Source: an optimization exercise on an open RTL-to-GDS flow (aim: small area, a short achievable clock period and few clock cycles). Production flows keep margins and buffers that such runs may drop.
The RTL was checked by simulation tests, not by an equivalence proof against the original design.

==> flow/design.v, too long to show whole: its modules and the start of the top module <==
// module d8_mul12: 469 lines
// module d8_mul12h: 447 lines
// module d8_keep: 519 lines
// module d8_expand: 30 lines
// module d8_blend: 175 lines
module d8_blend (
    input  wire        clk,
    input  wire        rst,         
    input  wire        in_valid,
    output wire        in_ready,
    input  wire        in_first,    
    input  wire        in_last,     
    input  wire [29:0] in_bg,       
    input  wire        in_lay,      
    input  wire        in_solid,    
    input  wire [2:0]  in_fmt,      
    input  wire [1:0]  in_mode,     
    input  wire [11:0] in_pa,       
    input  wire [31:0] in_pix,      
    output reg         out_valid,
    input  wire        out_ready,
    output reg  [29:0] out_pix      
);
  // ...
==> flow/flow/run.sh <==
#!/bin/bash
# Own layout flow: the standard flow, with the timing repair aiming for a
# tighter setup margin than the design's 25 ns clock asks for, so that the
# achieved period shrinks. Constraints (clock period, I/O delays) unchanged.
export SETUP_SLACK_MARGIN=18.15
bash standard.sh > standard.log 2>&1
==> flow/standard.sh <==
#!/bin/bash
# synth_recipe.tcl (not shown) runs the flow's synth.tcl, then flattens the netlist and writes it again
# the make line also repeats each setting of config.mk as NAME=value (left out here)
make -C /OpenROAD-flow-scripts/flow DESIGN_CONFIG=/design/flow/config.mk WORK_HOME=/design/flow/orfs CLKGATE_MAP_FILE= SYNTH_SCRIPT=/design/flow/synth_recipe.tcl "${@:-finish}"
==> flow/config.mk <==
export PLATFORM = sky130hd
export DESIGN_NAME = d8_blend
export DESIGN_NICKNAME = d8_blend
export VERILOG_FILES = /design/flow/design.v
export SDC_FILE = /design/flow/constraint.sdc
export NUM_CORES = 4
export LEC_CHECK = 0
export ABC_AREA = 1
export CAP_MARGIN = 20
export CORE_MARGIN = 2
export CORE_UTILIZATION = 55
export CTS_CLUSTER_DIAMETER = 100
export CTS_CLUSTER_SIZE = 30
export SLEW_MARGIN = 20
==> flow/constraint.sdc <==
create_clock -name core_clock -period 25.0 [get_ports {clk}]
set_input_delay 5.0000 -clock core_clock [delete_from_list [all_inputs] [get_ports {clk}]]
set_output_delay 5.0000 -clock core_clock [all_outputs]
set_load 0.01 [all_outputs]
==> impl.org, run 1 <==
** Placement
- Once detailed placement completed, the half-perimeter wirelength came to roughly 110000 um.
- DP Cell Count :: about 6700

** Critical path
- Stages on worst setup path :: 1
- Crit path max fanout :: 12
- Among all stages on the critical path, the largest delay is contributed by sky130_fd_sc_hd__clkdlybuf4s50_1.
- Across all register-to-register paths, the minimum setup slack is 18.28 ns.
- Worst endpoint data arrival time :: 1.73 ns
- In this run the critical register-to-register path is launched from s2_inv[11]$_DFFE_PP_.
- Grouping stages by cell kind, the critical path spends the most delay in buffers and inverters.

** Final layout
- Antenna diode count :: 0
- Multi-input gates :: 4126

** Die
- Row count :: 104
- 119 I/O pins were placed.

** Timing
- On the final layout, the worst hold slack is 0.4260 ns.
- The worst path in the final design needs a cycle of 6.733 ns, including I/O delays and setup.
- The final max-slew violation count came to 0.
- Achievable frequency :: 0.1485 GHz
- Worst-margin pin slew :: 1.029 ns

** Outcome
- The run finished with no timing, DRC or antenna violations.

** Worst hold path
- The path with the worst hold slack has its endpoint at s1_bg[10]$_DFFE_PP_.

** Synthesis
- The most used flip-flop cell after synthesis is sky130_fd_sc_hd__edfxtp_1.
- Post-synthesis average cell area :: 7.760 um2
- Number of nets in the synthesized netlist :: 6438
- Synthesis handed over a netlist of 5720 instances.

** Clock tree
- Clock latency on the worst-skew pair, taken at its later pin, is around 0.6 ns.

** Routing
- In the routed layout, each cell is associated on average with a via count of between 5 and 6.
Testbench counts, summed over its fixed seeds: cycles 74,862.
==> module d8_keep, before the edit <==
module d8_keep (
    input  wire [11:0] d,
    input  wire [11:0] m,
    input  wire [13:0] m3,
    input  wire [11:0] src,
    input  wire        srcc,
    output wire [11:0] y
);
    wire ka_s1_0 = ~d[1] &  d[0];
    wire ka_s2_0 =  d[1] & ~d[0];
    wire ka_s3_0 =  d[1] &  d[0];
    wire ka_q0_0 = (ka_s1_0 & m[0]) | (ka_s3_0 & m3[0]);
    wire ka_q0_1 = (ka_s1_0 & m[1]) | (ka_s2_0 & m[0]) | (ka_s3_0 & m3[1]);
    wire ka_q0_2 = (ka_s1_0 & m[2]) | (ka_s2_0 & m[1]) | (ka_s3_0 & m3[2]);
    wire ka_q0_3 = (ka_s1_0 & m[3]) | (ka_s2_0 & m[2]) | (ka_s3_0 & m3[3]);
    wire ka_q0_4 = (ka_s1_0 & m[4]) | (ka_s2_0 & m[3]) | (ka_s3_0 & m3[4]);
    wire ka_q0_5 = (ka_s1_0 & m[5]) | (ka_s2_0 & m[4]) | (ka_s3_0 & m3[5]);
    wire ka_q0_6 = (ka_s1_0 & m[6]) | (ka_s2_0 & m[5]) | (ka_s3_0 & m3[6]);
    wire ka_q0_7 = (ka_s1_0 & m[7]) | (ka_s2_0 & m[6]) | (ka_s3_0 & m3[7]);
    wire ka_q0_8 = (ka_s1_0 & m[8]) | (ka_s2_0 & m[7]) | (ka_s3_0 & m3[8]);
    wire ka_q0_9 = (ka_s1_0 & m[9]) | (ka_s2_0 & m[8]) | (ka_s3_0 & m3[9]);
    wire ka_q0_10 = (ka_s1_0 & m[10]) | (ka_s2_0 & m[9]) | (ka_s3_0 & m3[10]);
    wire ka_q0_11 = (ka_s1_0 & m[11]) | (ka_s2_0 & m[10]) | (ka_s3_0 & m3[11]);
    wire ka_q0_12 = (ka_s2_0 & m[11]) | (ka_s3_0 & m3[12]);
    wire ka_q0_13 = (ka_s3_0 & m3[13]);
    wire ka_s1_1 = ~d[3] &  d[2];
    wire ka_s2_1 =  d[3] & ~d[2];
    wire ka_s3_1 =  d[3] &  d[2];
    wire ka_q1_0 = (ka_s1_1 & m[0]) | (ka_s3_1 & m3[0]);
    wire ka_q1_1 = (ka_s1_1 & m[1]) | (ka_s2_1 & m[0]) | (ka_s3_1 & m3[1]);
    wire ka_q1_2 = (ka_s1_1 & m[2]) | (ka_s2_1 & m[1]) | (ka_s3_1 & m3[2]);
    wire ka_q1_3 = (ka_s1_1 & m[3]) | (ka_s2_1 & m[2]) | (ka_s3_1 & m3[3]);
    wire ka_q1_4 = (ka_s1_1 & m[4]) | (ka_s2_1 & m[3]) | (ka_s3_1 & m3[4]);
    wire ka_q1_5 = (ka_s1_1 & m[5]) | (ka_s2_1 & m[4]) | (ka_s3_1 & m3[5]);
    wire ka_q1_6 = (ka_s1_1 & m[6]) | (ka_s2_1 & m[5]) | (ka_s3_1 & m3[6]);
    wire ka_q1_7 = (ka_s1_1 & m[7]) | (ka_s2_1 & m[6]) | (ka_s3_1 & m3[7]);
    wire ka_q1_8 = (ka_s1_1 & m[8]) | (ka_s2_1 & m[7]) | (ka_s3_1 & m3[8]);
    wire ka_q1_9 = (ka_s1_1 & m[9]) | (ka_s2_1 & m[8]) | (ka_s3_1 & m3[9]);
    wire ka_q1_10 = (ka_s1_1 & m[10]) | (ka_s2_1 & m[9]) | (ka_s3_1 & m3[10]);
    wire ka_q1_11 = (ka_s1_1 & m[11]) | (ka_s2_1 & m[10]) | (ka_s3_1 & m3[11]);
    wire ka_q1_12 = (ka_s2_1 & m[11]) | (ka_s3_1 & m3[12]);
    wire ka_q1_13 = (ka_s3_1 & m3[13]);
    wire ka_s1_2 = ~d[5] &  d[4];
    wire ka_s2_2 =  d[5] & ~d[4];
    wire ka_s3_2 =  d[5] &  d[4];
    wire ka_q2_0 = (ka_s1_2 & m[0]) | (ka_s3_2 & m3[0]);
    wire ka_q2_1 = (ka_s1_2 & m[1]) | (ka_s2_2 & m[0]) | (ka_s3_2 & m3[1]);
    wire ka_q2_2 = (ka_s1_2 & m[2]) | (ka_s2_2 & m[1]) | (ka_s3_2 & m3[2]);
    wire ka_q2_3 = (ka_s1_2 & m[3]) | (ka_s2_2 & m[2]) | (ka_s3_2 & m3[3]);
    wire ka_q2_4 = (ka_s1_2 & m[4]) | (ka_s2_2 & m[3]) | (ka_s3_2 & m3[4]);
    wire ka_q2_5 = (ka_s1_2 & m[5]) | (ka_s2_2 & m[4]) | (ka_s3_2 & m3[5]);
    wire ka_q2_6 = (ka_s1_2 & m[6]) | (ka_s2_2 & m[5]) | (ka_s3_2 & m3[6]);
    wire ka_q2_7 = (ka_s1_2 & m[7]) | (ka_s2_2 & m[6]) | (ka_s3_2 & m3[7]);
    wire ka_q2_8 = (ka_s1_2 & m[8]) | (ka_s2_2 & m[7]) | (ka_s3_2 & m3[8]);
    wire ka_q2_9 = (ka_s1_2 & m[9]) | (ka_s2_2 & m[8]) | (ka_s3_2 & m3[9]);
    wire ka_q2_10 = (ka_s1_2 & m[10]) | (ka_s2_2 & m[9]) | (ka_s3_2 & m3[10]);
    wire ka_q2_11 = (ka_s1_2 & m[11]) | (ka_s2_2 & m[10]) | (ka_s3_2 & m3[11]);
    wire ka_q2_12 = (ka_s2_2 & m[11]) | (ka_s3_2 & m3[12]);
    wire ka_q2_13 = (ka_s3_2 & m3[13]);
    wire ka_s1_3 = ~d[7] &  d[6];
    wire ka_s2_3 =  d[7] & ~d[6];
    wire ka_s3_3 =  d[7] &  d[6];
    wire ka_q3_0 = (ka_s1_3 & m[0]) | (ka_s3_3 & m3[0]);
    wire ka_q3_1 = (ka_s1_3 & m[1]) | (ka_s2_3 & m[0]) | (ka_s3_3 & m3[1]);
    wire ka_q3_2 = (ka_s1_3 & m[2]) | (ka_s2_3 & m[1]) | (ka_s3_3 & m3[2]);
    wire ka_q3_3 = (ka_s1_3 & m[3]) | (ka_s2_3 & m[2]) | (ka_s3_3 & m3[3]);
    wire ka_q3_4 = (ka_s1_3 & m[4]) | (ka_s2_3 & m[3]) | (ka_s3_3 & m3[4]);
    wire ka_q3_5 = (ka_s1_3 & m[5]) | (ka_s2_3 & m[4]) | (ka_s3_3 & m3[5]);
    wire ka_q3_6 = (ka_s1_3 & m[6]) | (ka_s2_3 & m[5]) | (ka_s3_3 & m3[6]);
    wire ka_q3_7 = (ka_s1_3 & m[7]) | (ka_s2_3 & m[6]) | (ka_s3_3 & m3[7]);
    wire ka_q3_8 = (ka_s1_3 & m[8]) | (ka_s2_3 & m[7]) | (ka_s3_3 & m3[8]);
    wire ka_q3_9 = (ka_s1_3 & m[9]) | (ka_s2_3 & m[8]) | (ka_s3_3 & m3[9]);
    wire ka_q3_10 = (ka_s1_3 & m[10]) | (ka_s2_3 & m[9]) | (ka_s3_3 & m3[10]);
    wire ka_q3_11 = (ka_s1_3 & m[11]) | (ka_s2_3 & m[10]) | (ka_s3_3 & m3[11]);
    wire ka_q3_12 = (ka_s2_3 & m[11]) | (ka_s3_3 & m3[12]);
    wire ka_q3_13 = (ka_s3_3 & m3[13]);
    wire ka_s1_4 = ~d[9] &  d[8];
    wire ka_s2_4 =  d[9] & ~d[8];
    wire ka_s3_4 =  d[9] &  d[8];
    wire ka_q4_0 = (ka_s1_4 & m[0]) | (ka_s3_4 & m3[0]);
    wire ka_q4_1 = (ka_s1_4 & m[1]) | (ka_s2_4 & m[0]) | (ka_s3_4 & m3[1]);
    wire ka_q4_2 = (ka_s1_4 & m[2]) | (ka_s2_4 & m[1]) | (ka_s3_4 & m3[2]);
    wire ka_q4_3 = (ka_s1_4 & m[3]) | (ka_s2_4 & m[2]) | (ka_s3_4 & m3[3]);
    wire ka_q4_4 = (ka_s1_4 & m[4]) | (ka_s2_4 & m[3]) | (ka_s3_4 & m3[4]);
    wire ka_q4_5 = (ka_s1_4 & m[5]) | (ka_s2_4 & m[4]) | (ka_s3_4 & m3[5]);
    wire ka_q4_6 = (ka_s1_4 & m[6]) | (ka_s2_4 & m[5]) | (ka_s3_4 & m3[6]);
    wire ka_q4_7 = (ka_s1_4 & m[7]) | (ka_s2_4 & m[6]) | (ka_s3_4 & m3[7]);
    wire ka_q4_8 = (ka_s1_4 & m[8]) | (ka_s2_4 & m[7]) | (ka_s3_4 & m3[8]);
    wire ka_q4_9 = (ka_s1_4 & m[9]) | (ka_s2_4 & m[8]) | (ka_s3_4 & m3[9]);
    wire ka_q4_10 = (ka_s1_4 & m[10]) | (ka_s2_4 & m[9]) | (ka_s3_4 & m3[10]);
    wire ka_q4_11 = (ka_s1_4 & m[11]) | (ka_s2_4 & m[10]) | (ka_s3_4 & m3[11]);
    wire ka_q4_12 = (ka_s2_4 & m[11]) | (ka_s3_4 & m3[12]);
    wire ka_q4_13 = (ka_s3_4 & m3[13]);
    wire ka_s1_5 = ~d[11] &  d[10];
    wire ka_s2_5 =  d[11] & ~d[10];
    wire ka_s3_5 =  d[11] &  d[10];
    wire ka_q5_0 = (ka_s1_5 & m[0]) | (ka_s3_5 & m3[0]);
    wire ka_q5_1 = (ka_s1_5 & m[1]) | (ka_s2_5 & m[0]) | (ka_s3_5 & m3[1]);
    wire ka_q5_2 = (ka_s1_5 & m[2]) | (ka_s2_5 & m[1]) | (ka_s3_5 & m3[2]);
    wire ka_q5_3 = (ka_s1_5 & m[3]) | (ka_s2_5 & m[2]) | (ka_s3_5 & m3[3]);
    wire ka_q5_4 = (ka_s1_5 & m[4]) | (ka_s2_5 & m[3]) | (ka_s3_5 & m3[4]);
    wire ka_q5_5 = (ka_s1_5 & m[5]) | (ka_s2_5 & m[4]) | (ka_s3_5 & m3[5]);
    wire ka_q5_6 = (ka_s1_5 & m[6]) | (ka_s2_5 & m[5]) | (ka_s3_5 & m3[6]);
    wire ka_q5_7 = (ka_s1_5 & m[7]) | (ka_s2_5 & m[6]) | (ka_s3_5 & m3[7]);
    wire ka_q5_8 = (ka_s1_5 & m[8]) | (ka_s2_5 & m[7]) | (ka_s3_5 & m3[8]);
    wire ka_q5_9 = (ka_s1_5 & m[9]) | (ka_s2_5 & m[8]) | (ka_s3_5 & m3[9]);
    wire ka_q5_10 = (ka_s1_5 & m[10]) | (ka_s2_5 & m[9]) | (ka_s3_5 & m3[10]);
    wire ka_q5_11 = (ka_s1_5 & m[11]) | (ka_s2_5 & m[10]) | (ka_s3_5 & m3[11]);
    wire ka_q5_12 = (ka_s2_5 & m[11]) | (ka_s3_5 & m3[12]);
    wire ka_q5_13 = (ka_s3_5 & m3[13]);
    wire ka1 = ka_q0_11 ^ ka_q1_9;
    wire ka2 = ka_q0_11 & ka_q1_9;
    wire ka3 = ka_q0_12 ^ ka_q1_10;
    wire ka4 = ka_q0_12 & ka_q1_10;
    wire ka5 = ka_q0_13 ^ ka_q1_11;
    wire ka6 = ka_q0_13 & ka_q1_11;
    wire ka7 = ka_q0_8 ^ ka_q1_6;
    wire ka8 = ka_q0_8 & ka_q1_6;
    wire ka9 = ka_q0_9 ^ ka_q1_7 ^ ka_q2_5;
    wire ka10 = (ka_q0_9 & ka_q1_7) | (ka_q0_9 & ka_q2_5) | (ka_q1_7 & ka_q2_5);
    wire ka11 = ka_q0_10 ^ ka_q1_8 ^ ka_q2_6;
    wire ka12 = (ka_q0_10 & ka_q1_8) | (ka_q0_10 & ka_q2_6) | (ka_q1_8 & ka_q2_6);
    wire ka13 = ka_q3_4 ^ ka_q4_2;
    wire ka14 = ka_q3_4 & ka_q4_2;
    wire ka15 = ka_q2_7 ^ ka_q3_5 ^ ka_q4_3;
    wire ka16 = (ka_q2_7 & ka_q3_5) | (ka_q2_7 & ka_q4_3) | (ka_q3_5 & ka_q4_3);
    wire ka17 = ka_q5_1 ^ 1'b1 ^ ka1;
    wire ka18 = (ka_q5_1 & 1'b1) | (ka_q5_1 & ka1) | (1'b1 & ka1);
    wire ka19 = ka_q2_8 ^ ka_q3_6 ^ ka_q4_4;
    wire ka20 = (ka_q2_8 & ka_q3_6) | (ka_q2_8 & ka_q4_4) | (ka_q3_6 & ka_q4_4);
    wire ka21 = ka_q5_2 ^ ka2 ^ ka3;
    wire ka22 = (ka_q5_2 & ka2) | (ka_q5_2 & ka3) | (ka2 & ka3);
    wire ka23 = ka_q2_9 ^ ka_q3_7 ^ ka_q4_5;
    wire ka24 = (ka_q2_9 & ka_q3_7) | (ka_q2_9 & ka_q4_5) | (ka_q3_7 & ka_q4_5);
    wire ka25 = ka_q5_3 ^ ka4 ^ ka5;
    wire ka26 = (ka_q5_3 & ka4) | (ka_q5_3 & ka5) | (ka4 & ka5);
    wire ka27 = ka_q1_12 ^ ka_q2_10 ^ ka_q3_8;
    wire ka28 = (ka_q1_12 & ka_q2_10) | (ka_q1_12 & ka_q3_8) | (ka_q2_10 & ka_q3_8);
    wire ka29 = ka_q4_6 ^ ka_q5_4 ^ ka6;
    wire ka30 = (ka_q4_6 & ka_q5_4) | (ka_q4_6 & ka6) | (ka_q5_4 & ka6);
    wire ka31 = ka_q1_13 ^ ka_q2_11 ^ ka_q3_9;
    wire ka32 = (ka_q1_13 & ka_q2_11) | (ka_q1_13 & ka_q3_9) | (ka_q2_11 & ka_q3_9);
    wire ka33 = ka_q4_7 ^ ka_q5_5;
    wire ka34 = ka_q4_7 & ka_q5_5;
    wire ka35 = ka_q2_12 ^ ka_q3_10 ^ ka_q4_8;
    wire ka36 = (ka_q2_12 & ka_q3_10) | (ka_q2_12 & ka_q4_8) | (ka_q3_10 & ka_q4_8);
    wire ka37 = ka_q2_13 ^ ka_q3_11;
    wire ka38 = ka_q2_13 & ka_q3_11;
    wire ka39 = ka_q0_6 ^ ka_q1_4;
    wire ka40 = ka_q0_6 & ka_q1_4;
    wire ka41 = ka_q0_7 ^ ka_q1_5 ^ ka_q2_3;
    wire ka42 = (ka_q0_7 & ka_q1_5) | (ka_q0_7 & ka_q2_3) | (ka_q1_5 & ka_q2_3);
    wire ka43 = ka_q2_4 ^ ka_q3_2 ^ ka_q4_0;
    wire ka44 = (ka_q2_4 & ka_q3_2) | (ka_q2_4 & ka_q4_0) | (ka_q3_2 & ka_q4_0);
    wire ka45 = ka_q3_3 ^ ka_q4_1 ^ ka8;
    wire ka46 = (ka_q3_3 & ka_q4_1) | (ka_q3_3 & ka8) | (ka_q4_1 & ka8);
    wire ka47 = ka_q5_0 ^ ka10 ^ ka11;
    wire ka48 = (ka_q5_0 & ka10) | (ka_q5_0 & ka11) | (ka10 & ka11);
    wire ka49 = ka12 ^ ka14 ^ ka15;
    wire ka50 = (ka12 & ka14) | (ka12 & ka15) | (ka14 & ka15);
    wire ka51 = ka16 ^ ka18 ^ ka19;
    wire ka52 = (ka16 & ka18) | (ka16 & ka19) | (ka18 & ka19);
    wire ka53 = ka20 ^ ka22 ^ ka23;
    wire ka54 = (ka20 & ka22) | (ka20 & ka23) | (ka22 & ka23);
    wire ka55 = ka24 ^ ka26 ^ ka27;
    wire ka56 = (ka24 & ka26) | (ka24 & ka27) | (ka26 & ka27);
    wire ka57 = ka28 ^ ka30 ^ ka31;
    wire ka58 = (ka28 & ka30) | (ka28 & ka31) | (ka30 & ka31);
    wire ka59 = ka_q5_6 ^ ka32 ^ ka34;
    wire ka60 = (ka_q5_6 & ka32) | (ka_q5_6 & ka34) | (ka32 & ka34);
    wire ka61 = ka_q4_9 ^ ka_q5_7 ^ ka36;
    wire ka62 = (ka_q4_9 & ka_q5_7) | (ka_q4_9 & ka36) | (ka_q5_7 & ka36);
    wire ka63 = ka_q3_12 ^ ka_q4_10 ^ ka_q5_8;
    wire ka64 = (ka_q3_12 & ka_q4_10) | (ka_q3_12 & ka_q5_8) | (ka_q4_10 & ka_q5_8);
    wire ka65 = ka_q3_13 ^ ka_q4_11;
    wire ka66 = ka_q3_13 & ka_q4_11;
    wire ka67 = ka_q0_4 ^ ka_q1_2;
    wire ka68 = ka_q0_4 & ka_q1_2;
    wire ka69 = ka_q0_5 ^ ka_q1_3 ^ ka_q2_1;
    wire ka70 = (ka_q0_5 & ka_q1_3) | (ka_q0_5 & ka_q2_1) | (ka_q1_3 & ka_q2_1);
    wire ka71 = ka_q2_2 ^ ka_q3_0 ^ ka39;
    wire ka72 = (ka_q2_2 & ka_q3_0) | (ka_q2_2 & ka39) | (ka_q3_0 & ka39);
    wire ka73 = ka_q3_1 ^ ka40 ^ ka41;
    wire ka74 = (ka_q3_1 & ka40) | (ka_q3_1 & ka41) | (ka40 & ka41);
    wire ka75 = ka7 ^ ka42 ^ ka43;
    wire ka76 = (ka7 & ka42) | (ka7 & ka43) | (ka42 & ka43);
    wire ka77 = ka9 ^ ka44 ^ ka45;
    wire ka78 = (ka9 & ka44) | (ka9 & ka45) | (ka44 & ka45);
    wire ka79 = ka13 ^ ka46 ^ ka47;
    wire ka80 = (ka13 & ka46) | (ka13 & ka47) | (ka46 & ka47);
    wire ka81 = ka17 ^ ka48 ^ ka49;
    wire ka82 = (ka17 & ka48) | (ka17 & ka49) | (ka48 & ka49);
    wire ka83 = ka21 ^ ka50 ^ ka51;
    wire ka84 = (ka21 & ka50) | (ka21 & ka51) | (ka50 & ka51);
    wire ka85 = ka25 ^ ka52 ^ ka53;
    wire ka86 = (ka25 & ka52) | (ka25 & ka53) | (ka52 & ka53);
    wire ka87 = ka29 ^ ka54 ^ ka55;
    wire ka88 = (ka29 & ka54) | (ka29 & ka55) | (ka54 & ka55);
    wire ka89 = ka33 ^ ka56 ^ ka57;
    wire ka90 = (ka33 & ka56) | (ka33 & ka57) | (ka56 & ka57);
    wire ka91 = ka35 ^ ka58 ^ ka59;
    wire ka92 = (ka35 & ka58) | (ka35 & ka59) | (ka58 & ka59);
    wire ka93 = ka37 ^ ka60 ^ ka61;
    wire ka94 = (ka37 & ka60) | (ka37 & ka61) | (ka60 & ka61);
    wire ka95 = ka38 ^ ka62 ^ ka63;
    wire ka96 = (ka38 & ka62) | (ka38 & ka63) | (ka62 & ka63);
    wire ka97 = ka_q5_9 ^ ka64 ^ ka65;
    wire ka98 = (ka_q5_9 & ka64) | (ka_q5_9 & ka65) | (ka64 & ka65);
    wire ka99 = ka_q4_12 ^ ka_q5_10 ^ ka66;
    wire ka100 = (ka_q4_12 & ka_q5_10) | (ka_q4_12 & ka66) | (ka_q5_10 & ka66);
    wire ka101 = ka_q4_13 ^ ka_q5_11;
    wire ka102 = ka_q4_13 & ka_q5_11;
    wire ka103 = ka_q0_2 ^ ka_q1_0;
    wire ka104 = ka_q0_2 & ka_q1_0;
    wire ka105 = ka_q0_3 ^ ka_q1_1;
    wire ka106 = ka_q0_3 & ka_q1_1;
    wire ka107 = ka_q2_0 ^ ka67;
    wire ka108 = ka_q2_0 & ka67;
    wire ka109 = ka68 ^ ka69;
    wire ka110 = ka68 & ka69;
    wire ka111 = ka70 ^ ka71;
    wire ka112 = ka70 & ka71;
    wire ka113 = ka72 ^ ka73;
    wire ka114 = ka72 & ka73;
    wire ka115 = ka74 ^ ka75;
    wire ka116 = ka74 & ka75;
    wire ka117 = ka76 ^ ka77;
    wire ka118 = ka76 & ka77;
    wire ka119 = ka78 ^ ka79;
    wire ka120 = ka78 & ka79;
    wire ka121 = ka80 ^ ka81;
    wire ka122 = ka80 & ka81;
    wire ka123 = ka82 ^ ka83;
    wire ka124 = ka82 & ka83;
    wire ka125 = ka84 ^ ka85;
    wire ka126 = ka84 & ka85;
    wire ka127 = ka86 ^ ka87;
    wire ka128 = ka86 & ka87;
    wire ka129 = ka88 ^ ka89;
    wire ka130 = ka88 & ka89;
    wire ka131 = ka90 ^ ka91;
    wire ka132 = ka90 & ka91;
    wire ka133 = ka92 ^ ka93;
    wire ka134 = ka92 & ka93;
    wire ka135 = ka94 ^ ka95;
    wire ka136 = ka94 & ka95;
    wire ka137 = ka96 ^ ka97;
    wire ka138 = ka96 & ka97;
    wire ka139 = ka98 ^ ka99;
    wire ka140 = ka98 & ka99;
    wire ka141 = ka100 ^ ka101;
    wire ka142 = ka100 & ka101;
    wire ka143 = ka_q5_12 ^ ka102;
    wire ka144 = ka_q5_12 & ka102;
    wire ka145 = 1'b0 | (ka_q0_1 & 1'b0);
    wire ka146 = ka104 | (ka103 & 1'b0);
    wire ka147 = ka103 & ka_q0_1;
    wire ka148 = ka106 | (ka105 & ka104);
    wire ka149 = ka105 & ka103;
    wire ka150 = ka108 | (ka107 & ka106);
    wire ka151 = ka107 & ka105;
    wire ka152 = ka110 | (ka109 & ka108);
    wire ka153 = ka109 & ka107;
    wire ka154 = ka112 | (ka111 & ka110);
    wire ka155 = ka111 & ka109;
    wire ka156 = ka114 | (ka113 & ka112);
    wire ka157 = ka113 & ka111;
    wire ka158 = ka116 | (ka115 & ka114);
    wire ka159 = ka115 & ka113;
    wire ka160 = ka118 | (ka117 & ka116);
    wire ka161 = ka117 & ka115;
    wire ka162 = ka120 | (ka119 & ka118);
    wire ka163 = ka119 & ka117;
    wire ka164 = ka122 | (ka121 & ka120);
    wire ka165 = ka121 & ka119;
    wire ka166 = ka124 | (ka123 & ka122);
    wire ka167 = ka123 & ka121;
    wire ka168 = ka126 | (ka125 & ka124);
    wire ka169 = ka125 & ka123;
    wire ka170 = ka128 | (ka127 & ka126);
    wire ka171 = ka127 & ka125;
    wire ka172 = ka130 | (ka129 & ka128);
    wire ka173 = ka129 & ka127;
    wire ka174 = ka132 | (ka131 & ka130);
    wire ka175 = ka131 & ka129;
    wire ka176 = ka134 | (ka133 & ka132);
    wire ka177 = ka133 & ka131;
    wire ka178 = ka136 | (ka135 & ka134);
    wire ka179 = ka135 & ka133;
    wire ka180 = ka138 | (ka137 & ka136);
    wire ka181 = ka137 & ka135;
    wire ka182 = ka140 | (ka139 & ka138);
    wire ka183 = ka139 & ka137;
    wire ka184 = ka142 | (ka141 & ka140);
    wire ka185 = ka141 & ka139;
    wire ka186 = ka144 | (ka143 & ka142);
    wire ka187 = ka143 & ka141;
    wire ka188 = 1'b0 | (ka_q5_13 & ka144);
    wire ka189 = ka_q5_13 & ka143;
    wire ka190 = ka146 | (ka147 & 1'b0);
    wire ka191 = ka148 | (ka149 & ka145);
    wire ka192 = ka150 | (ka151 & ka146);
    wire ka193 = ka151 & ka147;
    wire ka194 = ka152 | (ka153 & ka148);
    wire ka195 = ka153 & ka149;
    wire ka196 = ka154 | (ka155 & ka150);
    wire ka197 = ka155 & ka151;
    wire ka198 = ka156 | (ka157 & ka152);
    wire ka199 = ka157 & ka153;
    wire ka200 = ka158 | (ka159 & ka154);
    wire ka201 = ka159 & ka155;
    wire ka202 = ka160 | (ka161 & ka156);
    wire ka203 = ka161 & ka157;
    wire ka204 = ka162 | (ka163 & ka158);
    wire ka205 = ka163 & ka159;
    wire ka206 = ka164 | (ka165 & ka160);
    wire ka207 = ka165 & ka161;
    wire ka208 = ka166 | (ka167 & ka162);
    wire ka209 = ka167 & ka163;
    wire ka210 = ka168 | (ka169 & ka164);
    wire ka211 = ka169 & ka165;
    wire ka212 = ka170 | (ka171 & ka166);
    wire ka213 = ka171 & ka167;
    wire ka214 = ka172 | (ka173 & ka168);
    wire ka215 = ka173 & ka169;
    wire ka216 = ka174 | (ka175 & ka170);
    wire ka217 = ka175 & ka171;
    wire ka218 = ka176 | (ka177 & ka172);
    wire ka219 = ka177 & ka173;
    wire ka220 = ka178 | (ka179 & ka174);
    wire ka221 = ka179 & ka175;
    wire ka222 = ka180 | (ka181 & ka176);
    wire ka223 = ka181 & ka177;
    wire ka224 = ka182 | (ka183 & ka178);
    wire ka225 = ka183 & ka179;
    wire ka226 = ka184 | (ka185 & ka180);
    wire ka227 = ka185 & ka181;
    wire ka228 = ka186 | (ka187 & ka182);
    wire ka229 = ka187 & ka183;
    wire ka230 = ka188 | (ka189 & ka184);
    wire ka231 = ka189 & ka185;
    wire ka232 = ka192 | (ka193 & 1'b0);
    wire ka233 = ka194 | (ka195 & ka145);
    wire ka234 = ka196 | (ka197 & ka190);
    wire ka235 = ka198 | (ka199 & ka191);
    wire ka236 = ka200 | (ka201 & ka192);
    wire ka237 = ka201 & ka193;
    wire ka238 = ka202 | (ka203 & ka194);
    wire ka239 = ka203 & ka195;
    wire ka240 = ka204 | (ka205 & ka196);
    wire ka241 = ka205 & ka197;
    wire ka242 = ka206 | (ka207 & ka198);
    wire ka243 = ka207 & ka199;
    wire ka244 = ka208 | (ka209 & ka200);
    wire ka245 = ka209 & ka201;
    wire ka246 = ka210 | (ka211 & ka202);
    wire ka247 = ka211 & ka203;
    wire ka248 = ka212 | (ka213 & ka204);
    wire ka249 = ka213 & ka205;
    wire ka250 = ka214 | (ka215 & ka206);
    wire ka251 = ka215 & ka207;
    wire ka252 = ka216 | (ka217 & ka208);
    wire ka253 = ka217 & ka209;
    wire ka254 = ka218 | (ka219 & ka210);
    wire ka255 = ka219 & ka211;
    wire ka256 = ka220 | (ka221 & ka212);
    wire ka257 = ka221 & ka213;
    wire ka258 = ka222 | (ka223 & ka214);
    wire ka259 = ka223 & ka215;
    wire ka260 = ka224 | (ka225 & ka216);
    wire ka261 = ka225 & ka217;
    wire ka262 = ka226 | (ka227 & ka218);
    wire ka263 = ka227 & ka219;
    wire ka264 = ka228 | (ka229 & ka220);
    wire ka265 = ka229 & ka221;
    wire ka266 = ka230 | (ka231 & ka222);
    wire ka267 = ka231 & ka223;
    wire ka268 = ka236 | (ka237 & 1'b0);
    wire ka269 = ka238 | (ka239 & ka145);
    wire ka270 = ka240 | (ka241 & ka190);
    wire ka271 = ka242 | (ka243 & ka191);
    wire ka272 = ka244 | (ka245 & ka232);
    wire ka273 = ka246 | (ka247 & ka233);
    wire ka274 = ka248 | (ka249 & ka234);
    wire ka275 = ka250 | (ka251 & ka235);
    wire ka276 = ka252 | (ka253 & ka236);
    wire ka277 = ka253 & ka237;
    wire ka278 = ka254 | (ka255 & ka238);
    wire ka279 = ka255 & ka239;
    wire ka280 = ka256 | (ka257 & ka240);
    wire ka281 = ka257 & ka241;
    wire ka282 = ka258 | (ka259 & ka242);
    wire ka283 = ka259 & ka243;
    wire ka284 = ka260 | (ka261 & ka244);
    wire ka285 = ka261 & ka245;
    wire ka286 = ka262 | (ka263 & ka246);
    wire ka287 = ka263 & ka247;
    wire ka288 = ka264 | (ka265 & ka248);
    wire ka289 = ka265 & ka249;
    wire ka290 = ka266 | (ka267 & ka250);
    wire ka291 = ka267 & ka251;
    wire ka292 = ka276 | (ka277 & 1'b0);
    wire ka293 = ka278 | (ka279 & ka145);
    wire ka294 = ka280 | (ka281 & ka190);
    wire ka295 = ka282 | (ka283 & ka191);
    wire ka296 = ka284 | (ka285 & ka232);
    wire ka297 = ka286 | (ka287 & ka233);
    wire ka298 = ka288 | (ka289 & ka234);
    wire ka299 = ka290 | (ka291 & ka235);
    wire ka300 = ka_q0_1 ^ 1'b0;
    wire ka301 = ka103 ^ ka145;
    wire ka302 = ka105 ^ ka190;
    wire ka303 = ka107 ^ ka191;
    wire ka304 = ka109 ^ ka232;
    wire ka305 = ka111 ^ ka233;
    wire ka306 = ka113 ^ ka234;
    wire ka307 = ka115 ^ ka235;
    wire ka308 = ka117 ^ ka268;
    wire ka309 = ka119 ^ ka269;
    wire ka310 = ka121 ^ ka270;
    wire ka311 = ka123 ^ ka271;
    wire ka312 = ka125 ^ ka272;
    wire ka313 = ka127 ^ ka273;
    wire ka314 = ka129 ^ ka274;
    wire ka315 = ka131 ^ ka275;
    wire ka316 = ka133 ^ ka292;
    wire ka317 = ka135 ^ ka293;
    wire ka318 = ka137 ^ ka294;
    wire ka319 = ka139 ^ ka295;
    wire ka320 = ka141 ^ ka296;
    wire ka321 = ka143 ^ ka297;
    wire ka322 = ka_q5_13 ^ ka298;
    wire ka323 = ka311 & ka_q0_0;
    wire ka324 = ka311 | ka_q0_0;
    wire ka325 = ka312 & ka300;
    wire ka326 = ka312 | ka300;
    wire ka327 = ka313 & ka301;
    wire ka328 = ka313 | ka301;
    wire ka329 = ka314 & ka302;
    wire ka330 = ka314 | ka302;
    wire ka331 = ka315 & ka303;
    wire ka332 = ka315 | ka303;
    wire ka333 = ka316 & ka304;
    wire ka334 = ka316 | ka304;
    wire ka335 = ka317 & ka305;
    wire ka336 = ka317 | ka305;
    wire ka337 = ka318 & ka306;
    wire ka338 = ka318 | ka306;
    wire ka339 = ka319 & ka307;
    wire ka340 = ka319 | ka307;
    wire ka341 = ka320 & ka308;
    wire ka342 = ka320 | ka308;
    wire ka343 = ka321 & ka309;
    wire ka344 = ka321 | ka309;
    wire ka345 = ka322 & ka310;
    wire ka346 = ka322 | ka310;
    wire ka347 = ka325 | (ka326 & ka323);
    wire ka348 = ka327 | (ka328 & ka325);
    wire ka349 = ka328 & ka326;
    wire ka350 = ka329 | (ka330 & ka327);
    wire ka351 = ka330 & ka328;
    wire ka352 = ka331 | (ka332 & ka329);
    wire ka353 = ka332 & ka330;
    wire ka354 = ka333 | (ka334 & ka331);
    wire ka355 = ka334 & ka332;
    wire ka356 = ka335 | (ka336 & ka333);
    wire ka357 = ka336 & ka334;
    wire ka358 = ka337 | (ka338 & ka335);
    wire ka359 = ka338 & ka336;
    wire ka360 = ka339 | (ka340 & ka337);
    wire ka361 = ka340 & ka338;
    wire ka362 = ka341 | (ka342 & ka339);
    wire ka363 = ka342 & ka340;
    wire ka364 = ka343 | (ka344 & ka341);
    wire ka365 = ka344 & ka342;
    wire ka366 = ka345 | (ka346 & ka343);
    wire ka367 = ka346 & ka344;
    wire ka368 = ka348 | (ka349 & ka323);
    wire ka369 = ka350 | (ka351 & ka347);
    wire ka370 = ka352 | (ka353 & ka348);
    wire ka371 = ka353 & ka349;
    wire ka372 = ka354 | (ka355 & ka350);
    wire ka373 = ka355 & ka351;
    wire ka374 = ka356 | (ka357 & ka352);
    wire ka375 = ka357 & ka353;
    wire ka376 = ka358 | (ka359 & ka354);
    wire ka377 = ka359 & ka355;
    wire ka378 = ka360 | (ka361 & ka356);
    wire ka379 = ka361 & ka357;
    wire ka380 = ka362 | (ka363 & ka358);
    wire ka381 = ka363 & ka359;
    wire ka382 = ka364 | (ka365 & ka360);
    wire ka383 = ka365 & ka361;
    wire ka384 = ka366 | (ka367 & ka362);
    wire ka385 = ka367 & ka363;
    wire ka386 = ka370 | (ka371 & ka323);
    wire ka387 = ka372 | (ka373 & ka347);
    wire ka388 = ka374 | (ka375 & ka368);
    wire ka389 = ka376 | (ka377 & ka369);
    wire ka390 = ka378 | (ka379 & ka370);
    wire ka391 = ka379 & ka371;
    wire ka392 = ka380 | (ka381 & ka372);
    wire ka393 = ka381 & ka373;
    wire ka394 = ka382 | (ka383 & ka374);
    wire ka395 = ka383 & ka375;
    wire ka396 = ka384 | (ka385 & ka376);
    wire ka397 = ka385 & ka377;
    wire ka398 = ka390 | (ka391 & ka323);
    wire ka399 = ka392 | (ka393 & ka347);
    wire ka400 = ka394 | (ka395 & ka368);
    wire ka401 = ka396 | (ka397 & ka369);
    wire [11:0] h = {ka322, ka321, ka320, ka319, ka318, ka317, ka316, ka315, ka314, ka313, ka312, ka311};
    wire        c = ka401;
    wire [12:0] s0 = {1'b0, src} + {1'b0, h} + {12'd0, srcc};
    wire [12:0] s1 = {1'b0, src} + {1'b0, h} + {12'd0, srcc} + 13'd1;
    wire [11:0] y0 = s0[12] ? 12'hFFF : s0[11:0];
    wire [11:0] y1 = s1[12] ? 12'hFFF : s1[11:0];
    assign y = c ? y1 : y0;
endmodule
==> module d8_blend, before the edit <==
module d8_blend (
    input  wire        clk,
    input  wire        rst,         
    input  wire        in_valid,
    output wire        in_ready,
    input  wire        in_first,    
    input  wire        in_last,     
    input  wire [29:0] in_bg,       
    input  wire        in_lay,      
    input  wire        in_solid,    
    input  wire [2:0]  in_fmt,      
    input  wire [1:0]  in_mode,     
    input  wire [11:0] in_pa,       
    input  wire [31:0] in_pix,      
    output reg         out_valid,
    input  wire        out_ready,
    output reg  [29:0] out_pix      
);
    localparam [1:0] MODE_OPAQUE  = 2'd0;
    localparam [1:0] MODE_PREMULT = 2'd1;
    reg  r1_v;           
    reg  adv;            
    assign in_ready = adv;
    wire [2:0] fmt_in = in_solid ? 3'h6 : in_fmt;    
    wire       opq_in = (in_mode == MODE_OPAQUE);
    wire [4:0] ca_in, cc_in;
    assign ca_in[0] = in_valid && in_lay && (opq_in || fmt_in == 3'h0 || fmt_in == 3'h3 ||
                                 fmt_in == 3'h4 || fmt_in == 3'h7);
    assign ca_in[1] = in_valid && in_lay && !opq_in && fmt_in == 3'h1;
    assign ca_in[2] = in_valid && in_lay && !opq_in && fmt_in == 3'h6;
    assign ca_in[3] = in_valid && in_lay && !opq_in && fmt_in == 3'h2;
    assign ca_in[4] = in_valid && in_lay && !opq_in && fmt_in == 3'h5;
    assign cc_in[0] = fmt_in == 3'h0;
    assign cc_in[1] = fmt_in == 3'h1;
    assign cc_in[2] = fmt_in == 3'h2;
    assign cc_in[3] = fmt_in == 3'h3 || fmt_in == 3'h4 || fmt_in == 3'h5;
    assign cc_in[4] = fmt_in == 3'h6 || fmt_in == 3'h7;
    reg        s0_v, s0_first, s0_last, s0_pm;
    reg [4:0]  s0_ca, s0_cc;
    reg [29:0] s0_bg;
    reg [11:0] s0_pa;
    reg [13:0] s0_pa3;       
    reg [31:0] s0_pix;
    always @(posedge clk) begin
        if (rst)
            s0_v <= 1'b0;
        else if (adv)
            s0_v <= in_valid;
    end
    always @(posedge clk) begin
        if (adv) begin
            s0_first <= in_first;
            s0_last  <= in_last;
            s0_pm    <= in_valid && in_lay && in_mode == MODE_PREMULT;
            s0_ca    <= ca_in;
            s0_cc    <= cc_in;
            s0_bg    <= in_bg;
            s0_pa    <= in_pa;
            s0_pa3   <= {2'b00, in_pa} + {1'b0, in_pa, 1'b0};
            s0_pix   <= in_pix;
        end
    end
    wire [11:0] px_a, px_r, px_g, px_b;
    d8_expand u_expand (
        .ca  (s0_ca),
        .cc  (s0_cc),
        .pix (s0_pix),
        .a   (px_a),
        .r   (px_r),
        .g   (px_g),
        .b   (px_b)
    );
    wire [11:0] ap;
    d8_mul12 u_ap (.d(px_a), .m(s0_pa), .m3(s0_pa3), .y(ap));
    wire [11:0] f = s0_pm ? s0_pa : ap;
    wire [13:0] r3 = {2'b00, px_r} + {1'b0, px_r, 1'b0};
    wire [13:0] g3 = {2'b00, px_g} + {1'b0, px_g, 1'b0};
    wire [13:0] b3 = {2'b00, px_b} + {1'b0, px_b, 1'b0};
    reg        s1_v, s1_first, s1_last;
    reg [29:0] s1_bg;
    reg [11:0] s1_r, s1_g, s1_b, s1_f, s1_ap;
    reg [13:0] s1_r3, s1_g3, s1_b3;
    always @(posedge clk) begin
        if (rst)
            s1_v <= 1'b0;
        else if (adv)
            s1_v <= s0_v;
    end
    always @(posedge clk) begin
        if (adv) begin
            s1_first <= s0_first;
            s1_last  <= s0_last;
            s1_bg    <= s0_bg;
            s1_r     <= px_r;
            s1_g     <= px_g;
            s1_b     <= px_b;
            s1_r3    <= r3;
            s1_g3    <= g3;
            s1_b3    <= b3;
            s1_f     <= f;
            s1_ap    <= ap;
        end
    end
    wire [11:0] src_r, src_g, src_b;
    wire        srcc_r, srcc_g, srcc_b;
    d8_mul12h u_src_r (.d(s1_f), .m(s1_r), .m3(s1_r3), .h(src_r), .c(srcc_r));
    d8_mul12h u_src_g (.d(s1_f), .m(s1_g), .m3(s1_g3), .h(src_g), .c(srcc_g));
    d8_mul12h u_src_b (.d(s1_f), .m(s1_b), .m3(s1_b3), .h(src_b), .c(srcc_b));
    wire [11:0] inv  = 12'hFFF - s1_ap;
    wire [13:0] inv3 = {2'b00, inv} + {1'b0, inv, 1'b0};
    reg        s2_v, s2_last;
    reg [11:0] s2_src_r, s2_src_g, s2_src_b, s2_inv;
    reg        s2_srcc_r, s2_srcc_g, s2_srcc_b;
    reg [13:0] s2_inv3;
    always @(posedge clk) begin
        if (rst)
            s2_v <= 1'b0;
        else if (adv)
            s2_v <= s1_v;
    end
    always @(posedge clk) begin
        if (adv) begin
            s2_last  <= s1_last;
            s2_src_r <= src_r;
            s2_src_g <= src_g;
            s2_src_b <= src_b;
            s2_srcc_r <= srcc_r;
            s2_srcc_g <= srcc_g;
            s2_srcc_b <= srcc_b;
            s2_inv   <= inv;
            s2_inv3  <= inv3;
        end
    end
    reg  [11:0] dst_r, dst_g, dst_b;
    wire [11:0] bl_r, bl_g, bl_b;
    d8_keep u_keep_r (.d(dst_r), .m(s2_inv), .m3(s2_inv3), .src(s2_src_r), .srcc(s2_srcc_r), .y(bl_r));
    d8_keep u_keep_g (.d(dst_g), .m(s2_inv), .m3(s2_inv3), .src(s2_src_g), .srcc(s2_srcc_g), .y(bl_g));
    d8_keep u_keep_b (.d(dst_b), .m(s2_inv), .m3(s2_inv3), .src(s2_src_b), .srcc(s2_srcc_b), .y(bl_b));
    always @(posedge clk) begin
        if (adv) begin
            if (s1_v && s1_first) begin
                dst_r <= {s1_bg[29:20], s1_bg[29:28]};
                dst_g <= {s1_bg[19:10], s1_bg[19:18]};
                dst_b <= {s1_bg[9:0],   s1_bg[9:8]};
            end else begin
                dst_r <= bl_r;
                dst_g <= bl_g;
                dst_b <= bl_b;
            end
        end
    end
    wire [29:0] res  = {bl_r[11:2], bl_g[11:2], bl_b[11:2]};
    wire        emit = adv && s2_v && s2_last;
    wire        hold = out_valid && !out_ready;
    reg  [29:0] r1_pix;
    always @(posedge clk) begin
        if (emit && !r1_v)
            r1_pix <= res;
    end
    always @(posedge clk) begin
        if (!hold)
            out_pix <= r1_v ? r1_pix : res;
    end
    always @(posedge clk) begin
        if (rst) begin
            out_valid <= 1'b0;
            r1_v      <= 1'b0;
            adv       <= 1'b1;
        end else begin
            out_valid <= hold || r1_v || emit;
            r1_v      <= r1_v ? hold : (emit && hold);
            adv       <= !(r1_v ? hold : (emit && hold));
        end
    end
endmodule
==> inputs of run 2 (changes only) <==
--- a/flow/design.v
+++ b/flow/design.v
@@ -1430,7 +1430,6 @@
     wire [12:0] s0 = {1'b0, src} + {1'b0, h} + {12'd0, srcc};
     wire [12:0] s1 = {1'b0, src} + {1'b0, h} + {12'd0, srcc} + 13'd1;
-    wire [11:0] y0 = s0[12] ? 12'hFFF : s0[11:0];
-    wire [11:0] y1 = s1[12] ? 12'hFFF : s1[11:0];
-    assign y = c ? y1 : y0;
+    wire [12:0] s  = c ? s1 : s0;
+    assign y = s[12] ? 12'hFFF : s[11:0];
 endmodule
 module d8_expand (
@@ -1490,10 +1489,10 @@
     wire       opq_in = (in_mode == MODE_OPAQUE);
     wire [4:0] ca_in, cc_in;
-    assign ca_in[0] = in_valid && in_lay && (opq_in || fmt_in == 3'h0 || fmt_in == 3'h3 ||
+    assign ca_in[0] = in_lay && (opq_in || fmt_in == 3'h0 || fmt_in == 3'h3 ||
                                  fmt_in == 3'h4 || fmt_in == 3'h7);
-    assign ca_in[1] = in_valid && in_lay && !opq_in && fmt_in == 3'h1;
-    assign ca_in[2] = in_valid && in_lay && !opq_in && fmt_in == 3'h6;
-    assign ca_in[3] = in_valid && in_lay && !opq_in && fmt_in == 3'h2;
-    assign ca_in[4] = in_valid && in_lay && !opq_in && fmt_in == 3'h5;
+    assign ca_in[1] = in_lay && !opq_in && fmt_in == 3'h1;
+    assign ca_in[2] = in_lay && !opq_in && fmt_in == 3'h6;
+    assign ca_in[3] = in_lay && !opq_in && fmt_in == 3'h2;
+    assign ca_in[4] = in_lay && !opq_in && fmt_in == 3'h5;
     assign cc_in[0] = fmt_in == 3'h0;
     assign cc_in[1] = fmt_in == 3'h1;
@@ -1517,5 +1516,5 @@
             s0_first <= in_first;
             s0_last  <= in_last;
-            s0_pm    <= in_valid && in_lay && in_mode == MODE_PREMULT;
+            s0_pm    <= in_lay && in_mode == MODE_PREMULT;
             s0_ca    <= ca_in;
             s0_cc    <= cc_in;
@@ -1608,5 +1607,5 @@
                 dst_g <= {s1_bg[19:10], s1_bg[19:18]};
                 dst_b <= {s1_bg[9:0],   s1_bg[9:8]};
-            end else begin
+            end else if (s2_v) begin
                 dst_r <= bl_r;
                 dst_g <= bl_g;
==> flow/flow/run.sh (replaced) <==
#!/bin/bash
# Own layout flow: the standard flow, with the timing repair aiming for a
# tighter setup margin than the design's 25 ns clock asks for, so that the
# achieved period shrinks. Constraints (clock period, I/O delays) unchanged.
export SETUP_SLACK_MARGIN=18.4
bash standard.sh > standard.log 2>&1
--- a/flow/config.mk
+++ b/flow/config.mk
@@ -10,5 +10,3 @@
 export CORE_MARGIN = 2
 export CORE_UTILIZATION = 55
-export CTS_CLUSTER_DIAMETER = 100
-export CTS_CLUSTER_SIZE = 30
 export SLEW_MARGIN = 20
==> run 2 against run 1 <==
Synthesized cell count is 4.8% higher. Clock skew up 0.0057 ns. Clock-buffer cell count is 34 higher. Routed wire length grew 3.5%. Critical path type unchanged. Cell count rose by 5.4%.
==> impl.org, run 2 <==
** Outcome
- The run finished with no timing, DRC or antenna violations.

** Critical path
- Stages on worst setup path :: 1 (unchanged)
- The worst setup path is launched from a flop.
- FF-to-FF path depth :: 35
- The critical path data arrival time came to 1.57 ns (-0.16 ns).
- Walking the worst path, the cells encountered are clkdlybuf4s50_1.
- The cell family contributing the most delay on the critical path is buffers and inverters.
- Together, buffers and inverters on the worst path number 1.
- In this design, the stage delay of the slowest critical-path cell is 0.62 ns.
- STA puts the critical path data required time at 20.00 ns.
- Crit path max fanout :: 1 (-11)
- Among all stages on the critical path, the largest delay is contributed by sky130_fd_sc_hd__clkdlybuf4s50_1.
- Class of the most critical setup path :: flop to output port
- The worst setup path is captured at an output port.

** Die
- Total core area :: 0.08198 mm2
- In this run the vertical extent of the chip is approximately 290 um.
- Total Die Area :: 0.08497 mm2
- Row count :: 105 (+0.96%)
- The die is 291.5 um wide.
- Effective utilization at floorplan :: 0.5545
- The top-level port count came to 119 (unchanged).

** Routing
- Overall routed net length :: 148000 um
- Number of DRC violations after detailed routing :: 0
- Routed wire length per instance :: 20.43 um
- The detailed router finished its first iteration with 4985 violations.
- Drt via density :: 5.874 (-1.9%)
- Detailed routing inserted a total of 42570 vias.
- The count of nets left with antenna violations once routing finished came out at 0.
- The first detailed-routing pass ran for 9 iterations.

** Timing
- The clock period minus final worst setup slack is 6.571 ns (-0.1614 ns).
- Setup violations remaining at the end of the flow were counted as 0.
- The final max-slew violation count was 0 (unchanged).
- Achievable frequency :: 0.1522 GHz (+2.5%)
- Worst slew margin :: 0.3001
- Worst-margin pin slew :: 1.050 ns (+0.02138 ns)
- Count of final hold-check violations :: 0
- Adding up every negative setup slack in the final design gives 0 ns.
- Setup repair after global routing could not meet its margin everywhere.
- Dividing the final minimum period by the clock period gives 0.2629.
- Setup skew after layout :: approximately 0.031 ns

** GRT
- First-pass GRT wire length :: 225900 um
- Total congestion overflow :: 0
- The number of antenna violations at the first check in global routing came to 1.
- Entering global routing, the biggest net connects 87 pins.
- The via count of the first global-routing pass came to 40270.
- Total global routing track utilization :: 0.3373

** Flow run
- Max-cap violations in this run came to 0.

** Synthesis
- Biggest area consumer among synthesized cells :: sky130_fd_sc_hd__edfxtp_1
- The mean area per synthesized cell is 7.583 um2 (-2.3%).
- Count of warnings emitted by yosys :: 1
- The number of cells produced by synthesis is 5995 (+4.8%).
- Summed instance area of the synthesized netlist :: 0.04546 mm2
- Primary FF master, synth :: sky130_fd_sc_hd__edfxtp_1
- The post-synth net total is 6713 (+4.3%).
- Dominant cells by area after synthesis :: sky130_fd_sc_hd__edfxtp_1, sky130_fd_sc_hd__fa_1, sky130_fd_sc_hd__nand2_1
- The share of synthesized area in the top cell type comes to 0.2589.
- Share of synthesized flip-flops with an asynchronous set or reset :: 0
- Counting distinct cell types in the post-synthesis netlist gives 62.
- Number of flops mapped to enable cells by yosys :: between 300 and 400
- Most used standard cell by instance count after synthesis :: sky130_fd_sc_hd__nand2_1
- Synthesized flop and latch total :: 398
- Sorting the synthesized cells by how often they occur yields sky130_fd_sc_hd__nand2_1, sky130_fd_sc_hd__inv_1, sky130_fd_sc_hd__edfxtp_1, sky130_fd_sc_hd__nor2_1.
- The share of the Yosys chip area taken by registers is 0.2616.

** Final layout
- Most flop-heavy register :: s0_pix
- In the layout the commonest cells are sky130_fd_sc_hd__nand2_1, sky130_fd_sc_hd__inv_1, sky130_fd_sc_hd__edfxtp_1.
- Leading cell type in the layout, fill and taps excluded :: sky130_fd_sc_hd__nand2_1
- Fraction of layout cells with a size suffix above 1 :: 0.1189
- Number of cells in the finished layout apart from fillers :: 7246
- Relative to the synthesized area, the layout overhead comes to 15.14%.
- Area of all placed cells without fillers :: 0.05234 mm2
- Final Core Density :: 0.6385
- At the end of the flow, the number of nets in the layout was 6854.
- Max reg flops :: 32

** Clock tree
- TritonCTS clock tree :: yes
- The number of clock buffers added by TritonCTS is 48.
- The tree is rooted in a sky130_fd_sc_hd__clkbuf_16.
- Clock Path Buffers :: 3
- Clock latency of the later-clocked register in the worst-skew pair :: 0.63 ns (+0.03 ns)
- Hold repair after CTS inserted 0 buffers.
- After clock tree synthesis, the clock-pin slew on the worst setup and hold paths is roughly 0.060 ns.
- CTS saw 398 sinks.
- Number of levels the H-tree was split into :: 2

** Placement
- The number of instances in the placed design was 7013 (+4.2%).
- Dpl cell area :: 0.04745 mm2
- At the end of routability-driven placement, the weighted congestion stood at 0.9723.
- Placed wire-length estimate after detailed placement :: 110400 um (+2.0%)
- Input and output buffers added on the ports amount to 118.

** Worst hold path
- The worst hold path passes through 0 cells.
- Hold/Removal Path Class :: flop to flop
==> run 2: cell types whose count changed after synthesis, moves of 14 or more <==
| cell | delta |
|---|---|
| sky130_fd_sc_hd__inv_1 | +185 |
| sky130_fd_sc_hd__a21oi_1 | -51 |
| sky130_fd_sc_hd__nand3_2 | +14 |
| sky130_fd_sc_hd__nand2_4 | +17 |
| sky130_fd_sc_hd__nand3_1 | -52 |
| sky130_fd_sc_hd__nand2_1 | +264 |
| sky130_fd_sc_hd__and2_1 | -25 |
| sky130_fd_sc_hd__o21ai_1 | +19 |
| sky130_fd_sc_hd__nor2_1 | -67 |
==> run 2: layout make-up <==
cell class / count / area [um2]
inverters: 1162 / 4506
fillers: 7392 / 29640
diodes: 1 / 2.502
repair inverters: 4 / 33.78
clock buffers: 57 / 1308
multi-input cells: 4232 / 30360
clock inverters: 32 / 295.3
repair buffers: 290 / 2604
well taps: 1070 / 1339
flip-flops and latches: 398 / 11900
==> run 2: final timing paths <==
check | from | end | slack [ns]
setup / recovery | out_pix[12]$_DFFE_PN_ | out_pix[12] | 18.43
hold / removal | s0_bg[8]$_DFFE_PP_ | s1_bg[8]$_DFFE_PP_ | 0.42
setup reg to reg | dst_r[8]$_DFFE_PP_ | out_pix[27]$_DFFE_PN_ | 18.61
hold reg to reg | s0_bg[8]$_DFFE_PP_ | s1_bg[8]$_DFFE_PP_ | 0.42
==> run 2: cell families (layout without fill, tap and decap cells) <==
family,after synthesis,after routing,share of synthesized area
AOI/OAI and AO/OA,992,992,0.1413
xor gates and xnor gates,142,142,0.02835
adders and majority gates,631,631,0.2237
buffers and inverters,1369,1545,0.1153
DFF,398,398,0.2616
other,0,1,0
and+or+nand+nor,2463,2467,0.2298
==> run 2: routing by layer <==
layer  routed length (um)  global-route usage
met1                61350              0.4610
met2                66220              0.5353
met3                13000             0.04764
met4                 7450              0.1475
met5                    0                   0
==> run 2: metrics by stage <==
stage | setup slack, ns | hold slack, ns
6_report | 18.43 | 0.4157
5_1_grt | 18.32 | 0.4056
4_1_cts | 18.39 | 0.4078
3_5_place_dp | 17.28 | 0.4045
3_3_place_gp | 17.46 | 0.4016
2_1_floorplan | 17.71 | 0.4003
==> run 2: repair_timing <==
| action | 4_1_cts | 5_1_grt |
|---|---|---|
| gates cloned | 1 | 7 |
| pin swaps | 7 | 79 |
| setup buffers | 38 | 97 |
| resized for setup | 150 | 348 |
| endpoints found under the setup margin | 129 | 127 |
| hold endpoints to repair | 0 | 0 |
==> run 2: worst register-to-register path, delay by kind of cell, from the launching register on <==
family	cells	cell delay, ns
xor+xnor	1	0.25
simple gates	19	1.97
buf+inv	7	0.90
flops	1	0.52
compound gates	3	0.45
fa+ha+maj	5	2.04
Testbench counts of run 2, summed over its fixed seeds: cycles 74,862.

==> afterwards: timing with drivers on the ports <==
In the flow no input, the clock included, has a driving cell. The finished layouts below were timed again as built, in two steps. Step 1 sets driving cells, clkbuf_16 on the clock port and buf_2 on the other inputs (assumed; they add their load-dependent delay and slew). Step 2 also shifts input and output timing later by t, the mid clock arrival at the registers, as if the neighbouring blocks saw the same clock. a / b / c = ideal / step 1 / step 2; a / b = the first two.
run	t, ns	setup slack, ns	worst setup path at the end	cell pins on the clock port's net
run 1	0.651	18.267 / 18.199 / 17.799	input to register	1
run 2	0.682	18.429 / 18.358 / 17.901	input to register	1
After both steps every run listed still meets setup and hold. The setup slack of run 2, which loses most, moves by -0.071 ns with the drivers and by -0.528 ns with both steps.
